What follows belongs to an exercise in optimizing a design on an open flow for small area, a short achievable clock period and few clock cycles per item; a production flow would make more cautious choices. The RTL was checked by simulation tests, not by an equivalence proof against the original design.

== job 2665 ==
// zx36_exec
module zx36_exec (
    input  wire        clk,
    input  wire        rst,
    input  wire        in_valid,
    output wire        in_ready,
    input  wire        in_dalu,
    input  wire [5:0]  in_fn,
    input  wire [71:0] in_a,
    input  wire [71:0] in_b,
    input  wire [3:0]  in_flags,
    input  wire        in_sat,
    output reg         out_valid,
    output wire [71:0] out_result,
    output wire [3:0]  out_flags,
    output reg         out_wr,
    output reg         out_ill
);
Settings: LEC_CHECK=0, CAP_MARGIN=35, CORE_MARGIN=2, CORE_UTILIZATION=35, PLACE_DENSITY=0.45, SLEW_MARGIN=20; clock period 15.0 ns.
standard.sh (not shown) runs the stock make flow with config.mk's settings and CLKGATE_MAP_FILE= SYNTH_SCRIPT=/design/flow/synth_recipe.tcl, a recipe that flattens the netlist after the stock synthesis.
==> flow/flow/run.sh <==
#!/bin/bash
# Layout flow: the standard flow (standard.sh: standard synthesis,
# floorplan, placement, CTS, routing, finish) with three settings changed:
#  - ABC_AREA=1: ABC's area script for technology mapping;
#  - port buffers are buf_2 cells (every input and output still gets one);
set -euo pipefail
bash standard.sh ABC_AREA=1 SETUP_SLACK_MARGIN=10.5 \
  "BUFFER_PORTS_ARGS=-buffer_cell sky130_fd_sc_hd__buf_2" finish > flow_make.log 2>&1
Testbench counts of job 2665, summed over its fixed seeds: cycles 35,435, items 16,000.
What job 1829 does differently from job 2665 at the input level:
--- a/flow/design.v
+++ b/flow/design.v
@@ -107,23 +107,24 @@
     reg k_div, d_rem, d_sdiv, d_aneg, d_bneg, d_b0;
     reg xinv_lo, xinv_hi, xen_hi, yen_lo, yen_hi, yinv_lo, yinv_hi, y36, acin;
     reg fc_keep, fc_add, fc_sub, fc_dadd, fc_dsub, fc_sh;
     reg fv_keep, fv_36, fv_72, fv_mul, fv_div;
     reg [5:0]  cnt;
     reg        dph0, dph1;   
     reg [1:0]  ms_x, mc_x;   
     reg        mfirst;       
     reg [11:0] lo_s, lo_c;   
     reg        mcy;          
     reg [17:0] bsel;         
-    assign in_ready = !busy;
+    reg rdy;
+    assign in_ready = rdy;
     wire [36:0] mx = {m_sgn & a1[35], a1[35:0]};
     wire        mlast = (cnt[1:0] == 2'd2);
     wire        m_xr = mlast & ~m_sgn & b1[11];
     reg [49:0] ppr [0:5];
     reg [49:0] pp0, pp1, pp2, pp3, pp4, pp5, pp6;
     integer j;
     always @* begin
         for (j = 0; j < 6; j = j + 1) begin : booth
             reg [37:0] mag, r;
             mag = ({38{bsel[j]}} & {mx[36], mx}) | ({38{bsel[6+j]}} & {mx, 1'b0});
             r = mag ^ {38{bsel[12+j]}};
@@ -228,24 +229,24 @@
         if (amt[5]) rot = {rot[3:0], rot[35:4]};
     end
     reg [35:0] therm;        
     integer k;
     always @* begin
         for (k = 0; k < 36; k = k + 1) therm[k] = (amt > k);
     end
     wire        a35 = a1[35];
     wire [35:0] shres = sh_l ? (rot & ~therm)
                              : ((rot & therm) | ({36{sh_sar & a35}} & ~therm));
     wire        shc = sh_big ? (sh_sar & a35) : sh_l ? rot[0] : rot[35];
-    wire lt_s = $signed(a1[35:0]) < $signed(b1[35:0]);
     wire lt_u = a1[35:0] < b1[35:0];
+    wire lt_s = lt_u ^ a1[35] ^ b1[35];
     wire mm_a = mm_max ^ (mm_s ? lt_s : lt_u);
     reg  [35:0] lg;
     always @* begin
         for (k = 0; k < 36; k = k + 1) lg[k] = lg_t[{a1[k], b1[k]}];
         if (lg_ext) lg[35:18] = {18{lg_exts & a1[17]}};
     end
     wire [35:0] q_c = {1'b0, ax[34:0]} + {1'b0, ay[34:0]} + {35'd0, acin};
     wire q_sat = k_qas & sat1 & (ax[35] == ay[35]) & (q_c[35] != ax[35]);
     wire [35:0] er = ({36{q_sat}} & {a35, {35{~a35}}}) | ({36{k_lg}} & lg) | ({36{k_rot}} & rot) | ({36{k_sh}} & shres) |
                      ({36{k_mm & mm_a}} & a1[35:0]) | ({36{k_mm & ~mm_a}} & b1[35:0]) |
                      ({36{k_qmul & qm_ovf & sat1}} & MAX36);
@@ -262,29 +263,32 @@
                (fc_dadd & asum[72]) | (fc_dsub & ~asum[72]) | (fc_sh & shc);
     wire v_f = (fv_keep & f1[FV]) | (fv_36 & v36) | (fv_72 & v72) | (fv_mul & mul_v) |
                (k_qmul & qm_ovf) | (fv_div & (d_b0 | (d_sdiv & ~d_qneg & a1[71])));
     reg  [71:0] out_r;
     reg  [3:0]  out_fl;
     assign out_result = out_r;
     assign out_flags  = out_fl;
     always @(posedge clk) begin
         if (rst) begin
             v1 <= 1'b0;
             busy <= 1'b0;
+            rdy <= 1'b1;
             out_valid <= 1'b0;
         end else begin
             if (!busy) begin
                 v1 <= in_valid;
                 busy <= in_valid & (i_ismul | i_isdiv);
+                rdy <= ~(in_valid & (i_ismul | i_isdiv));
             end else if (k_mul ? mlast : (dph1 ? qzero : (!dph0 && cnt == 6'd1))) begin
                 busy <= 1'b0;
+                rdy <= 1'b1;
             end
             out_valid <= v1 & ~busy;
         end
         out_r    <= res;
         out_fl   <= k_ill ? f1 : {v_f, c_f, n_f, z_f};
         out_wr   <= k_wr;
         out_ill  <= k_ill;
         if (!busy) begin
             a1   <= in_a;
             b1   <= in_b;
             f1   <= in_flags;
Findings:
Compared with job 2665, in job 1829 delay of the slowest cell on the worst path went down by 0.19 ns; clock-buffer cell count now sits higher. Number of nets still failing antenna checks after routing across job 1829 and job 2665: no real change. Going from job 2665 to job 1829, post-route fraction of the period consumed by the critical path lower; net count after synthesis lower. Looking only at core utilization of the finished layout, and setting everything else aside, the higher value of job 1829 and job 2665 goes to job 1829. The cell area was comparable across job 1829 and job 2665. Diff job 2665 -> job 1829 | clock period minus worst slack | decrease of 0.11 ns.
Testbench counts of job 1829, summed over its fixed seeds: cycles 35,435, items 16,000.

## what the ideal ports hide
How much do the figures lean on ideal ports? The routed layouts below were timed once more, with nothing changed but the port constraints. Step 1: set_driving_cell puts a clkbuf_16 on clk and a buf_2 on each other input, an assumption about the parent block. Step 2 also shifts input and output timing later by t, the mid clock arrival at the registers, as if the neighbouring blocks saw the same clock. Slacks: ideal / step 1 / step 2; pairs: ideal / step 1.
run | t, ns | setup WS [ns] | worst setup path after step 2 | worst register clock-pin slew, ns | worst data-port slew with drivers (ns)
job 2665 | 0.731 | 10.305 / 10.305 / 9.736 | input to register | 0.07 / 0.07 | 0.17
job 1829 | 0.748 | 10.410 / 10.410 / 9.973 | input to register | 0.08 / 0.08 | 0.12
After both steps setup and hold are still met in every run listed. For job 2665, which loses most, drivers alone change the setup slack by 0.000 ns; drivers and shift together by -0.569 ns.
